What follows belongs to an exercise in optimizing a design on an open flow for small area, a short achievable clock period and few clock cycles per item; a production flow would make more cautious choices.
Only simulation tests tie the RTL to the original design; equivalence was not proved.

==> flow/design.v (outline; a module is shown in full before it is edited, if it fits) <==
// module tn48_check_engine: 1739 lines
module tn48_check_engine (
    input  wire         clk,
    input  wire         rst,           
    input  wire         ctx_wr,
    input  wire [127:0] ctx_wdata,
    output wire [127:0] ctx_rdata,
    output wire         idle,
    output reg          selfcheck,
    input  wire         in_valid,
    output wire         in_ready,
    input  wire [63:0]  in_data,       
    input  wire [3:0]   in_nbytes,     
    input  wire         in_last,       
    input  wire [63:0]  in_check,      
    output reg          res_valid,
    output reg  [63:0]  res_crc,
    output wire         res_ok,
    output wire         res_pass
);
  // ...
==> flow/flow/run.sh <==
#!/bin/bash
# Layout: the standard flow (standard.sh, unchanged synthesis) with two
# changes to how the layout is made:
#  - the port buffers are sky130_fd_sc_hd__buf_2 instead of the default
#    delay-cell buffer;
#  - timing repair works to a setup margin of 14 ns instead of 0.3 ns, so it
#    sizes the design for about a 6 ns path; the clock and constraints are
#    the design's.
set -euo pipefail
export BUFFER_PORTS_ARGS="-buffer_cell sky130_fd_sc_hd__buf_2"
bash standard.sh SETUP_SLACK_MARGIN=14 finish > standard.log 2>&1
==> flow/standard.sh <==
#!/bin/bash
# synth_recipe.tcl (not shown) runs the flow's synth.tcl, then flattens the netlist and writes it again
# the make line also repeats each setting of config.mk as NAME=value (left out here)
make -C /OpenROAD-flow-scripts/flow DESIGN_CONFIG=/design/flow/config.mk WORK_HOME=/design/flow/orfs CLKGATE_MAP_FILE= SYNTH_SCRIPT=/design/flow/synth_recipe.tcl "${@:-finish}"
==> flow/config.mk <==
export PLATFORM = sky130hd
export DESIGN_NAME = tn48_check_engine
export DESIGN_NICKNAME = tn48_check_engine
export VERILOG_FILES = /design/flow/design.v
export SDC_FILE = /design/flow/constraint.sdc
export NUM_CORES = 4
export LEC_CHECK = 0
export CAP_MARGIN = 20
export CORE_MARGIN = 2
export CORE_UTILIZATION = 40
export PLACE_DENSITY = 0.6
export SETUP_SLACK_MARGIN = 0.3
export SLEW_MARGIN = 20
==> flow/constraint.sdc <==
create_clock -name core_clock -period 20.0 [get_ports {clk}]
set_input_delay 4.0000 -clock core_clock [delete_from_list [all_inputs] [get_ports {clk}]]
set_output_delay 4.0000 -clock core_clock [all_outputs]
set_load 0.01 [all_outputs]
==> results.sh, run 1 <==
export IMPL_holdWs_ns=0.4803
export IMPL_ff2ff_path_depth=16
export IMPL_num_io_pins=463
export IMPL_fill_cells=9053
export IMPL_ant_nets=0
export IMPL_initial_core_util_pct=40.32
export IMPL_met1_usage_pct=58.41
export IMPL_crit_chain="buf_12 -> a22o_1 -> xor2_1 -> a222oi_1 -> nand2_2 -> xor2_4 -> xnor2_2 -> xnor2_1 -> xnor2_1 -> xnor2_1 -> xnor2_1 -> a22oi_1 -> o22ai_1 -> or4_1 -> nor4_1 -> and4_1"
export IMPL_regToRegSetupSlack_ns=13.65
export IMPL_yosys_top_cells_count="xnor2_1 (991), dfxtp_1 (396), xor2_1 (366)"
export IMPL_clkCellAreaFrac_pct=3.659
export IMPL_layout_commonest_cell="xnor2_1"
export IMPL_cp_slowest_cell="xnor2_1"
export IMPL_postLayoutCoreUtil_pct=47.97
export IMPL_max_cap_viol_count=0
export IMPL_layout_nets=4997
export IMPL_syn_nets=4573
export IMPL_drive_gt1_share_pct=20.78
export IMPL_hpwl_um=188000
export IMPL_critPathTopFamily="XOR/XNOR gates"
export IMPL_maxSlewViolCount=0
export IMPL_post_route_min_period_ns=6.348
export IMPL_outcome="complete, no violations"
export IMPL_vias=37860
export IMPL_synth_top_family_by_area="XOR/XNOR gates"
export IMPL_fmax_mhz=157.5
export IMPL_syn_avg_cell_area_um2=8.689
export IMPL_cts_setup_buffers=25
Testbench counts, summed over its fixed seeds: cycles 68,624, bytes 505,136.
==> run 2, diff against run 1 <==
--- a/flow/design.v
+++ b/flow/design.v
@@ -22,16 +22,17 @@
     reg [24:0] count;
     reg [2:0]  poly;
     reg [1:0]  mode;
     reg [15:0] last_alive;
     reg        d_min;
     reg [3:0]  d_max;
     reg [12:0] alive_offset;
     reg        p64, p32, p16;
+    reg        top;
     reg [7:0]  cnt_hi;
     reg [7:0]  cnt_lo;
     reg        cnt_clr;
     reg [24:0] dlt;
     reg        dlt_z;
     reg        dlt_m;
     reg        dlt_bad;
     reg        b_v;
@@ -41,17 +42,17 @@
     reg [7:0]  b_sel;          
     reg [63:0] b_data;
     reg [63:0] b_chk;          
     reg [1:0]  r_eq;
     reg        r_pw;
     reg        r_upd;
     assign ctx_rdata = {running, count, poly, mode, last_alive, d_min, d_max, alive_offset};
     assign in_ready  = 1'b1;
-    assign idle      = ~b_v & ~r_upd;
+    assign idle      = ~b_v & ~r_upd & ~top;
     assign res_ok    = &r_eq;
     assign res_pass  = res_ok & r_pw;
     wire [7:0] in_bv;
     genvar j, q;
     generate
         for (j = 0; j < 8; j = j + 1) begin : g_bv
             assign in_bv[j] = (in_nbytes > j);
         end
@@ -64,19 +65,23 @@
         b_sel  <= 8'd1 << in_k;
         b_chk  <= in_check ^ {32'd0, {32{p32}}};
         b_data <= in_data;
     end
     wire w32 = p32;
     wire w64 = p64;
     wire w16 = p16;
     wire [2:0] wd_poly = ctx_wdata[38:36];
-    wire [63:0] y = ({64{w64}} & running)
-                  | ({64{w32}} & {running[7:0], running[15:8], running[23:16], running[31:24], 32'd0})
-                  | ({64{w16}} & {running[15:0], 48'd0});
+    wire [63:0] y = running;
+    wire [63:0] run_top = ({64{w64}} & running)
+                        | ({64{w32}} & {running[7:0], running[15:8], running[23:16], running[31:24], 32'd0})
+                        | ({64{w16}} & {running[15:0], 48'd0});
+    wire [63:0] run_std = ({64{w64}} & running)
+                        | ({64{w32}} & {32'd0, running[39:32], running[47:40], running[55:48], running[63:56]})
+                        | ({64{w16}} & {48'd0, running[63:48]});
     wire [63:0] b_d = {b_data[7:0], b_data[15:8], b_data[23:16], b_data[31:24],
                        b_data[39:32], b_data[47:40], b_data[55:48], b_data[63:56]};
     wire [63:0] x = y ^ b_d;
     wire [63:0] fold_in, pass_on;
     generate
         for (j = 0; j < 8; j = j + 1) begin : g_rot
             wire [7:0] fi [0:8];
             wire [7:0] po [0:8];
@@ -1600,19 +1605,22 @@
     assign t16[9] = xs1342;
     assign t16[10] = xs1353;
     assign t16[11] = xs1364;
     assign t16[12] = xs1373;
     assign t16[13] = xs1379;
     assign t16[14] = xs1388;
     assign t16[15] = xs1393;
     wire [63:0] fold_out = ({64{w64}} & t64) | ({64{w32}} & {32'd0, t32}) | ({64{w16}} & {48'd0, t16});
+    wire [63:0] fold_top = ({64{w64}} & t64)
+                         | ({64{w32}} & {t32[7:0], t32[15:8], t32[23:16], t32[31:24], 32'd0})
+                         | ({64{w16}} & {t16, 48'd0});
     wire [63:0] fold_crc = fold_out ^ {32'd0, {32{w32}}};
-    wire [63:0] init_v = {{32{poly == 3'd2}}, {16{(poly == 3'd0) | (poly == 3'd2)}},
-                          {16{(poly == 3'd0) | (poly == 3'd2) | (poly == 3'd3)}}};
+    wire [63:0] init_v = {{16{(poly == 3'd0) | (poly == 3'd2) | (poly == 3'd3)}},
+                          {16{(poly == 3'd0) | (poly == 3'd2)}}, {32{poly == 3'd2}}};
     wire [63:0] diff = fold_out ^ b_chk;
     wire [1:0]  eq_nx = {~|diff[63:32], ~|diff[31:0]};
     wire [7:0]  hsel, lsel;
     generate
         for (j = 0; j < 8; j = j + 1) begin : g_sel
             assign hsel[j] = dlt_z && (dlt[2:0] == j) && b_bv[j];
             if (j == 0) begin : g_l0
                 assign lsel[j] = dlt_m && (dlt[2:0] == 3'd7) && b_bv[j];
@@ -1641,43 +1649,42 @@
             end else begin : g_dj
                 assign dup_dec[j] = dlt[3+j] ^ ~|dlt[3+j-1:3];
             end
         end
     endgenerate
     wire        dup_one = (dlt[24:3] == 22'd1);
     wire [24:0] dlt_new = {12'd0, alive_offset} - count;
     wire        upd_now  = r_upd & res_ok;
+    wire [15:0] la_now   = upd_now ? {cnt_hi, cnt_lo} : last_alive;
     wire [15:0] ctr_nx   = {hi_nx, lo_nx};
-    wire [15:0] d_old    = ctr_nx - last_alive;
-    wire [15:0] d_fwd    = ctr_nx - {cnt_hi, cnt_lo};
+    wire [15:0] alive_d  = ctr_nx - la_now;
     wire [15:0] d_hi_ok;                     
     generate
         for (j = 0; j < 16; j = j + 1) begin : g_dmax
             assign d_hi_ok[j] = (d_max > j);
         end
     endgenerate
-    wire        win_old  = ~(d_min & (ctr_nx == last_alive)) && ~|(d_old & ~d_hi_ok);
-    wire        win_fwd  = ~(d_min & (ctr_nx == {cnt_hi, cnt_lo})) && ~|(d_fwd & ~d_hi_ok);
-    wire        d_in_win = upd_now ? win_fwd : win_old;
+    wire        d_in_win = ~(d_min & (ctr_nx == la_now)) && ~|(alive_d & ~d_hi_ok);
     wire        alive    = (mode == M_ALIVE);
     wire        ctx_bad  = (ctx_wdata[38:36] > 3'd4) || (ctx_wdata[35:34] == 2'b11)
                            || (ctx_wdata[16:13] == 4'd0);
     always @(posedge clk) begin
         res_crc <= fold_crc;
         r_eq    <= eq_nx;
         r_pw    <= ~alive | d_in_win;
         if (rst) begin
             b_v          <= 1'b0;
             res_valid    <= 1'b0;
             r_upd        <= 1'b0;
             running      <= 64'h0000_0000_FFFF_FFFF;
             p64          <= 1'b0;
             p32          <= 1'b1;
             p16          <= 1'b0;
+            top          <= 1'b0;
             count        <= 25'd0;
             poly         <= 3'd0;
             mode         <= 2'b00;
             last_alive   <= 16'd0;
             d_min        <= 1'b1;
             d_max        <= 4'd1;
             alive_offset <= 13'd0;
             cnt_hi       <= 8'd0;
@@ -1697,16 +1704,17 @@
                 cnt_lo  <= lo_nx;
                 cnt_clr <= b_last;
             end
             if (ctx_wr) begin
                 {running, count, poly, mode, last_alive, d_min, d_max, alive_offset} <= ctx_wdata;
                 p64     <= (wd_poly == 3'd1) || (wd_poly == 3'd2);
                 p32     <= (wd_poly == 3'd0);
                 p16     <= (wd_poly == 3'd3) || wd_poly[2];
+                top     <= 1'b0;
                 dlt_bad <= 1'b1;
                 if (ctx_bad)
                     selfcheck <= 1'b1;
             end else begin
                 if (upd_now)
                     last_alive <= {cnt_hi, cnt_lo};
                 if (dlt_bad) begin
                     dlt     <= dlt_new;
@@ -1724,16 +1732,22 @@
                         dlt_m <= dborrow ? dlt_z : dlt_m;
                     end
                 end
                 if (b_v) begin
                     if (b_last) begin
                         running <= init_v;
                         count   <= 25'd0;
                     end else begin
-                        running <= fold_out;
+                        running <= fold_top;
                         count   <= count + {21'd0, b_nb};
                     end
+                end else if (in_valid && !top) begin
+                    running <= run_top;
+                    top     <= 1'b1;
+                end else if (!in_valid && top) begin
+                    running <= run_std;
+                    top     <= 1'b0;
                 end
             end
         end
     end
 endmodule
==> flow/flow/run.sh (replaced) <==
#!/bin/bash
# Layout: the standard flow (standard.sh, unchanged synthesis) with two
# changes to how the layout is made:
#  - the port buffers are sky130_fd_sc_hd__buf_2 instead of the default
#    delay-cell buffer;
#  - timing repair works to a setup margin of 14.5 ns instead of 0.3 ns, so it
#    sizes the design for about a 5.5 ns path; the clock and constraints are
#    the design's.
set -euo pipefail
export BUFFER_PORTS_ARGS="-buffer_cell sky130_fd_sc_hd__buf_2"
bash standard.sh SETUP_SLACK_MARGIN=14.5 finish > standard.log 2>&1
==> results.sh, run 2 <==
export IMPL_drc_errors=0
export IMPL_rows=111
export IMPL_grt_pass1_vias=33330
export IMPL_hp_class="flip-flop to flip-flop"
export IMPL_ys_seq_area_share_pct=21.40
export IMPL_ys_top_cells_by_area="dfxtp_1 (21%), xnor2_1 (20%), xor2_1 (9.9%), xnor3_1 (8.7%), a22oi_1 (4.0%)"
export IMPL_wl_per_cell_um=37.94
export IMPL_tightest_slew_ns=1.273
export IMPL_final_cell_mix="xnor2_1 (828), buf_2 (459), xor2_1 (400)"
export IMPL_grt_use_total_pct=44.47
export IMPL_cpPeakStageDelay_ns=0.75
export IMPL_grt_first_pass_wirelength_um=288700
export IMPL_arrival_ns=6.13
export IMPL_ff2ff_path_depth=16
export IMPL_cts_inserted_buffers=45
export IMPL_synth_most_common_cell="xnor2_1"
export IMPL_outcome="complete, no violations"
export IMPL_dieArea_um2=95300
export IMPL_clock_latency_ns=0.63
export IMPL_drtPass1Iterations=10
export IMPL_yosysTopAreaCell="dfxtp_1"
export IMPL_crit_buf_inv=2
export IMPL_hpwl_um=169000
export IMPL_ctsRootBufferMaster="clkbuf_16"
export IMPL_clkTransAtPathRegs_ns=0.06
export IMPL_maxSlewViolCount=0
export IMPL_num_io_pins=463
export IMPL_vias=35860
export IMPL_drtIter0Drc=5500
export IMPL_syn_nets=4369
export IMPL_post_route_period_util_pct=28.16
export IMPL_tns_ns=0
export IMPL_drt_total_wl_um=218300
export IMPL_core_region_area_um2=91800
export IMPL_layout_commonest_cell="xnor2_1"
export IMPL_initial_core_util_pct=40.45
export IMPL_routed_via_density=6.231
export IMPL_grt_overflow=0
export IMPL_cp_slowest_cell="xnor2_1"
export IMPL_worst_setup_path_start_kind="flip-flop"
export IMPL_synth_edff_count=0
export IMPL_crit_cells=16
export IMPL_hold_buffers=0
export IMPL_cts_max_path_buffers=3
export IMPL_gp_congestion=1.105
export IMPL_finClkSkew_ns=0.04677
export IMPL_critPathTopFamily="XOR/XNOR gates"
export IMPL_syn_avg_cell_area_um2=9.152
export IMPL_hold_depth=1
export IMPL_post_route_min_period_ns=5.632
export IMPL_cpMostUsedCell="xnor2_1"
export IMPL_fmax_mhz=177.6
export IMPL_portBuffers=461
export IMPL_setup_violations=0
export IMPL_ys_ff_latch=397
export IMPL_yosys_top_cells_count="xnor2_1 (852), xor2_1 (420), dfxtp_1 (397)"
export IMPL_maxSlewHeadroom_pct=14.53
export IMPL_cp_end_kind="flip-flop"
export IMPL_finish_instance_area_um2=43830
export IMPL_drive_gt1_share_pct=21.72
export IMPL_synth_top_area_share_pct=21.40
export IMPL_crit_fanout=13
export IMPL_place_area_um2=40970
export IMPL_grt_max_degree=105
export IMPL_die_w_um=308.7
export IMPL_criticalPathCategory="flip-flop to flip-flop"
export IMPL_syn_area_um2=37140
export IMPL_rsz0062_at_grt="true"
export IMPL_yosysWarnings=1
export IMPL_layout_nets=4779
export IMPL_syn_to_final_growth_pct=18.02
export IMPL_synthCells=4058
export IMPL_synthArstFlopShare_pct=0
export IMPL_cts_htree_levels=2
export IMPL_die_h_um=308.7
export IMPL_max_cap_viol_count=0
export IMPL_holdWs_ns=0.4493
export IMPL_crit_chain="xor2_1 -> a22oi_1 -> nand3_1 -> buf_4 -> xnor2_4 -> buf_4 -> xnor2_1 -> xnor2_1 -> xnor2_1 -> xnor3_1 -> nand2_1 -> and2_1 -> xnor2_1 -> nor4_1 -> nand3_1 -> nor4_2"
export IMPL_cts_sinks=397
export IMPL_ant_nets=0
export IMPL_antenna_found_initial=23
export IMPL_worstPathRequired_ns=20.50
export IMPL_cts_tree="yes"
export IMPL_finalHoldViolCount=0
export IMPL_synth_distinct_cells=90
export IMPL_synth_main_ff_cell="dfxtp_1"
-- run 2: cell types whose count changed after synthesis, sizes merged, moves of 24 or more --
cell / delta
a221o: +25
a22o: -33
a22oi: +43
nand2b: -53
nor2: -98
nor3: -24
xnor2: -128
xnor3: +43
xor2: +86
-- run 2: cell families after synthesis --
| kind of cell | Yosys count | synth area share (%) |
|---|---|---|
| xor+xnor | 1506 | 43.86 |
| compound gates | 841 | 16.62 |
| simple gates | 800 | 9.976 |
| flops | 397 | 21.40 |
| buf+inv | 394 | 4.518 |
| mux | 72 | 1.964 |
| fa+ha+maj | 47 | 1.658 |
| other cells | 1 | 0.01010 |
-- run 2: final cells by class --
class | count | area, um2
repair buffers | 665 | 4178
well taps | 1243 | 1555
diodes | 10 | 25.02
multi-input cells | 3268 | 28230
flip-flops and latches | 397 | 8043
inverters | 91 | 341.6
fillers | 8882 | 47970
clock buffers | 62 | 1260
clock inverters | 19 | 197.7
-- run 2: worst paths after layout --
check / from / end / slack (ns)
setup / recovery: running[41]$_SDFFE_PP0P_ / r_eq[0]$_DFF_P_ / 14.37
hold / removal: mode[1]$_SDFFE_PP0P_ / r_pw$_DFF_P_ / 0.45
setup reg to reg: running[41]$_SDFFE_PP0P_ / r_eq[0]$_DFF_P_ / 14.37
hold reg to reg: mode[1]$_SDFFE_PP0P_ / r_pw$_DFF_P_ / 0.45
-- run 2: per-layer routing --
| layer | share of wire [%] | wire length, um | GRT usage, % |
|---|---|---|---|
| met3 | 11 | 23480 | 10.90 |
| met5 | 0.048 | 104 | 0 |
| met4 | 9.5 | 20760 | 33.70 |
| met1 | 37 | 81410 | 54.74 |
| met2 | 42 | 92590 | 67.07 |
-- run 2: through the flow --
stage / std cells / util, % / setup WS (ns)
floorplan: 4058 / - / 13.90
global placement: 5612 / 44.63 / 13.09
detailed placement: 5612 / 44.63 / 13.07
CTS: 5729 / 47.18 / 14.35
global route: 5751 / 47.74 / 14.32
finish: 5755 / 47.75 / 14.37
-- run 2: what timing repair did --
action	CTS	global route
setup buffers	32	14
pin swaps	10	8
cloned	4	1
gates resized for setup	113	61
setup endpoints to repair	99	24
Testbench counts of run 2, summed over its fixed seeds: cycles 68,632, bytes 505,136.

-- static timing again, ports no longer ideal --
No port has a modelled driver above. Below, the same layouts with a new extraction and two added sets of constraints. Step 1 assumes that a clkbuf_16 drives the clock port and a buf_2 every other input. Step 2 times the ports against the registers' clock, not the clock port: input delays grow and output delays shrink by t, the midpoint of the rising clock arrivals with the driver on. Three values: ideal ports, drivers, drivers and shift; two values: the first two.
run	shift t [ns]	slack for setup (ns)	hold WS [ns]	worst setup path after step 2	slew at the worst register clock pin (ns)
run 1	0.688	13.652 / 13.652 / 13.489	0.480 / 0.480 / 0.480	input to register	0.07 / 0.07
run 2	0.688	14.368 / 14.338 / 13.650	0.449 / 0.449 / 0.449	input to register	0.07 / 0.07
After both steps setup and hold are still met in every run listed. The setup slack of run 2, which loses most, moves by -0.030 ns with the drivers and by -0.718 ns with both steps.
